Source: an optimization exercise on an open RTL-to-GDS flow (aim: small area and a short achievable clock period). Production flows keep margins and buffers that such runs may drop. In this exercise RTL edits were held to simulation tests only and were not proved equivalent to the original. Power and IR drop assume default switching activity.

## gust_engine
module gust_engine (
    input  wire        clk,
    input  wire        rst,
    input  wire        reg_we,
    input  wire        reg_re,
    input  wire [6:0]  reg_addr,
    input  wire [31:0] reg_wdata,
    output reg  [31:0] reg_rdata,
    input  wire [31:0] pin_in,
    output reg  [31:0] out_val,
    output reg  [31:0] out_en,
    input  wire [31:0] stime,
    input  wire        brz_pulse,
    input  wire [7:0]  brz_chan,
    output reg         sig_valid,
    output reg  [7:0]  sig_chan,
    output reg         ev_fault,
    output reg         ev_line_err,
    output wire        tx_req,
    output wire        rx_req
);
export LEC_CHECK = 0
export CAP_MARGIN = 40
export CORE_MARGIN = 2
export CORE_UTILIZATION = 40
export CTS_BUF_LIST = sky130_fd_sc_hd__clkbuf_16
export CTS_CLUSTER_DIAMETER = 80
export CTS_CLUSTER_SIZE = 20
export SLEW_MARGIN = 30
create_clock -name core_clock -period 16.0 [get_ports {clk}]
standard.sh (not shown) runs the stock make flow with config.mk's settings and CLKGATE_MAP_FILE= SYNTH_SCRIPT=/design/flow/synth_recipe.tcl, a recipe that flattens the netlist after the stock synthesis.
==> flow/flow/run.sh <==
#!/bin/bash
# Own flow: the standard synthesis unchanged, then the standard layout
# (standard.sh) with a tighter target for ORFS's setup repair. The SDC, clock
# period and constraints are the design's; only the repair margin changes.
set -euo pipefail
MARGIN=8
bash standard.sh synth > synth.log 2>&1
bash standard.sh SETUP_SLACK_MARGIN=$MARGIN finish > layout.log 2>&1
The starting point completed without violations.
Rerun with:
--- a/flow/design.v
+++ b/flow/design.v
@@ -585,36 +585,34 @@
                          line_err_f, rx_drop_f, rx_under_f, tx_over_f, illegal_f, 1'b0};
     wire [31:0] rd_rx = (rx_cnt == 4'd0) ? 32'd0 : rx_head;
     wire [31:0] rd_58 = {16'd0, loops};
     wire        rd_g4 = (reg_addr[6:4] == 3'b100);
     wire        rd_g5 = (reg_addr[6:4] == 3'b101);
     reg  [15:0] rd_lo;
-    reg  [31:0] rd_t4, rd_t5;
     integer     r;
     always @(*) begin
         for (r = 0; r < 16; r = r + 1)
             rd_lo[r] = (reg_addr[3:0] == r[3:0]);
-        rd_t4 = ({32{rd_lo[0]}}  & rd_40)
-              | ({32{rd_lo[1]}}  & rd_41)
-              | ({32{rd_lo[2]}}  & rd_42)
-              | ({32{rd_lo[3]}}  & rd_43)
-              | ({32{rd_lo[4]}}  & rd_44)
-              | ({32{rd_lo[5]}}  & rd_45)
-              | ({32{rd_lo[6]}}  & rd_46)
-              | ({32{rd_lo[7]}}  & errcnt)
-              | ({32{rd_lo[8]}}  & x)
-              | ({32{rd_lo[9]}}  & y)
-              | ({32{rd_lo[10]}} & out_val)
-              | ({32{rd_lo[11]}} & out_en);
-        rd_t5 = ({32{reg_addr[3:2] == 2'b00}} & rd_rx)
-              | ({32{rd_lo[4]}}  & side_f[31:0])
-              | ({32{rd_lo[5]}}  & side_f[63:32])
-              | ({32{rd_lo[6]}}  & side_f[95:64])
-              | ({32{rd_lo[7]}}  & side_f[127:96])
-              | ({32{rd_lo[8]}}  & rd_58);
-        reg_rdata = ({32{rd_g4}} & rd_t4) | ({32{rd_g5}} & rd_t5);
+        reg_rdata = ({32{rd_g4 & rd_lo[0]}}  & rd_40)
+                  | ({32{rd_g4 & rd_lo[1]}}  & rd_41)
+                  | ({32{rd_g4 & rd_lo[2]}}  & rd_42)
+                  | ({32{rd_g4 & rd_lo[3]}}  & rd_43)
+                  | ({32{rd_g4 & rd_lo[4]}}  & rd_44)
+                  | ({32{rd_g4 & rd_lo[5]}}  & rd_45)
+                  | ({32{rd_g4 & rd_lo[6]}}  & rd_46)
+                  | ({32{rd_g4 & rd_lo[7]}}  & errcnt)
+                  | ({32{rd_g4 & rd_lo[8]}}  & x)
+                  | ({32{rd_g4 & rd_lo[9]}}  & y)
+                  | ({32{rd_g4 & rd_lo[10]}} & out_val)
+                  | ({32{rd_g4 & rd_lo[11]}} & out_en)
+                  | ({32{rd_g5 & (reg_addr[3:2] == 2'b00)}} & rd_rx)
+                  | ({32{rd_g5 & rd_lo[4]}}  & side_f[31:0])
+                  | ({32{rd_g5 & rd_lo[5]}}  & side_f[63:32])
+                  | ({32{rd_g5 & rd_lo[6]}}  & side_f[95:64])
+                  | ({32{rd_g5 & rd_lo[7]}}  & side_f[127:96])
+                  | ({32{rd_g5 & rd_lo[8]}}  & rd_58);
     end
     wire start_go   = wr_go && reg_wdata[0];
     wire stop_go    = wr_go && reg_wdata[1] && !reg_wdata[0];
     wire ctrl_start = wr_ctrl && reg_wdata[0] && !en;
     wire any_start  = start_go || ctrl_start;
     wire restart_now = (wr_ctrl && reg_wdata[1] && !en) || (restart_p && !en);
Effect: Wire length went down by 3.2%. Cell count decreases by 2.1%. Die area went down by 1.3%. Register-to-register slack is worse by 90 ps. Hold slack degrades by 7.6 ps. Final area is lower by 1.4%. Clock power drops by about 1%. Utilization falls by 0.13 points. Global-route usage went down by 1.0 points. Total power increases by 2.2%. Combinational power is higher by 8.1%. Worst setup slack degrades by 7.5 ps. Fmax is about the same. Critical path depth increases by 2.

========
gust_engine with an RTL version that a note above also has.
Size: roughly 16000 cells after synthesis, roughly 3300 flip-flops, about 230 I/O pins.
==> flow/config.mk <==
export PLATFORM = sky130hd
export DESIGN_NAME = gust_engine
export DESIGN_NICKNAME = gust_engine
export VERILOG_FILES = /design/flow/design.v
export SDC_FILE = /design/flow/constraint.sdc
export NUM_CORES = 8
export LEC_CHECK = 0
export CAP_MARGIN = 40
export CORE_MARGIN = 2
export CORE_UTILIZATION = 40
export CTS_BUF_LIST = sky130_fd_sc_hd__clkbuf_8
export CTS_CLUSTER_SIZE = 24
export SLEW_MARGIN = 30
==> flow/constraint.sdc <==
create_clock -name core_clock -period 16.0 [get_ports {clk}]
set_input_delay 3.2000 -clock core_clock [delete_from_list [all_inputs] [get_ports {clk}]]
set_output_delay 3.2000 -clock core_clock [all_outputs]
set_load 0.01 [all_outputs]
Scripts as last shown in full above: flow/flow/run.sh
Then changed:
--- a/flow/design.v
+++ b/flow/design.v
@@ -579,46 +579,48 @@
     wire [31:0] rd_44 = {link_b, link_a, len_b_f, len_a_f, side_pos, rx_wm, tx_wm, 5'd0};
     wire [31:0] rd_45 = {16'd0, src_base};
     wire [31:0] rd_46 = {2'd0, pc, 1'b0,
                          halted ? 3'd4 : !en ? 3'd0 : (dcnt != 5'd0) ? 3'd3 :
                          stalled ? 3'd2 : 3'd1,
                          rx_cnt, tx_cnt, 6'd0,
                          line_err_f, rx_drop_f, rx_under_f, tx_over_f, illegal_f, 1'b0};
     wire [31:0] rd_rx = (rx_cnt == 4'd0) ? 32'd0 : rx_head;
     wire [31:0] rd_58 = {16'd0, loops};
     wire        rd_g4 = (reg_addr[6:4] == 3'b100);
     wire        rd_g5 = (reg_addr[6:4] == 3'b101);
     reg  [15:0] rd_lo;
+    reg  [31:0] rd_t4, rd_t5;
     integer     r;
     always @(*) begin
         for (r = 0; r < 16; r = r + 1)
             rd_lo[r] = (reg_addr[3:0] == r[3:0]);
-        reg_rdata = ({32{rd_g4 & rd_lo[0]}}  & rd_40)
-                  | ({32{rd_g4 & rd_lo[1]}}  & rd_41)
-                  | ({32{rd_g4 & rd_lo[2]}}  & rd_42)
-                  | ({32{rd_g4 & rd_lo[3]}}  & rd_43)
-                  | ({32{rd_g4 & rd_lo[4]}}  & rd_44)
-                  | ({32{rd_g4 & rd_lo[5]}}  & rd_45)
-                  | ({32{rd_g4 & rd_lo[6]}}  & rd_46)
-                  | ({32{rd_g4 & rd_lo[7]}}  & errcnt)
-                  | ({32{rd_g4 & rd_lo[8]}}  & x)
-                  | ({32{rd_g4 & rd_lo[9]}}  & y)
-                  | ({32{rd_g4 & rd_lo[10]}} & out_val)
-                  | ({32{rd_g4 & rd_lo[11]}} & out_en)
-                  | ({32{rd_g5 & (reg_addr[3:2] == 2'b00)}} & rd_rx)
-                  | ({32{rd_g5 & rd_lo[4]}}  & side_f[31:0])
-                  | ({32{rd_g5 & rd_lo[5]}}  & side_f[63:32])
-                  | ({32{rd_g5 & rd_lo[6]}}  & side_f[95:64])
-                  | ({32{rd_g5 & rd_lo[7]}}  & side_f[127:96])
-                  | ({32{rd_g5 & rd_lo[8]}}  & rd_58);
+        rd_t4 = ({32{rd_lo[0]}}  & rd_40)
+              | ({32{rd_lo[1]}}  & rd_41)
+              | ({32{rd_lo[2]}}  & rd_42)
+              | ({32{rd_lo[3]}}  & rd_43)
+              | ({32{rd_lo[4]}}  & rd_44)
+              | ({32{rd_lo[5]}}  & rd_45)
+              | ({32{rd_lo[6]}}  & rd_46)
+              | ({32{rd_lo[7]}}  & errcnt)
+              | ({32{rd_lo[8]}}  & x)
+              | ({32{rd_lo[9]}}  & y)
+              | ({32{rd_lo[10]}} & out_val)
+              | ({32{rd_lo[11]}} & out_en);
+        rd_t5 = ({32{reg_addr[3:2] == 2'b00}} & rd_rx)
+              | ({32{rd_lo[4]}}  & side_f[31:0])
+              | ({32{rd_lo[5]}}  & side_f[63:32])
+              | ({32{rd_lo[6]}}  & side_f[95:64])
+              | ({32{rd_lo[7]}}  & side_f[127:96])
+              | ({32{rd_lo[8]}}  & rd_58);
+        reg_rdata = ({32{rd_g4}} & rd_t4) | ({32{rd_g5}} & rd_t5);
     end
     wire start_go   = wr_go && reg_wdata[0];
     wire stop_go    = wr_go && reg_wdata[1] && !reg_wdata[0];
     wire ctrl_start = wr_ctrl && reg_wdata[0] && !en;
     wire any_start  = start_go || ctrl_start;
     wire restart_now = (wr_ctrl && reg_wdata[1] && !en) || (restart_p && !en);
     wire restart_any = restart_now || s_restart_done;
     wire tx_push_ok  = wr_txf && (tx_cnt != 4'd8);
     wire rx_pop_ok   = rd_rxf && (rx_cnt != 4'd0);
     wire fifo_clr    = wr_ctrl && reg_wdata[2];
     wire [31:0] pm_d = rst ? 32'd0 : reg_wdata;
     wire [2:0] rx_base = fifo_clr ? 3'd0 : rx_wr;
Effect: Die area went up by 1.3%. Maximum frequency went up by 0.51%. Via count went up by 1.0%. Cell area went up by 1.2%. Non-clock buffer count went up by 75. Global-route usage went up by 0.82 points.

==> afterwards: timing with drivers on the ports <==
The flow's constraints put no driver on any port. The routed layouts listed below were extracted and timed again, unchanged, in two steps. Step 1: set_driving_cell puts a clkbuf_16 on clk and a buf_2 on each other input, an assumption about the parent block. Step 2 times the ports against the registers' clock, not the clock port: input delays grow and output delays shrink by t, the midpoint of the rising clock arrivals with the driver on. Three values: ideal ports, drivers, drivers and shift; two values: the first two.
run	t, ns	setup slack, ns	hold WS [ns]
the first run of note 1	1.147	7.523 / 7.426 / 6.734	0.436 / 0.436 / 0.436
the second run of note 1	1.147	7.515 / 7.403 / 7.403	0.428 / 0.428 / 0.428
the first run of note 2	1.342	7.509 / 7.403 / 7.403	0.431 / 0.431 / 0.431
the second run of note 2	1.421	7.552 / 7.455 / 6.644	0.368 / 0.368 / 0.368
After both steps setup and hold are still met in every run listed. For the second run of note 2, which loses most, drivers alone change the setup slack by -0.097 ns; drivers and shift together by -0.908 ns.
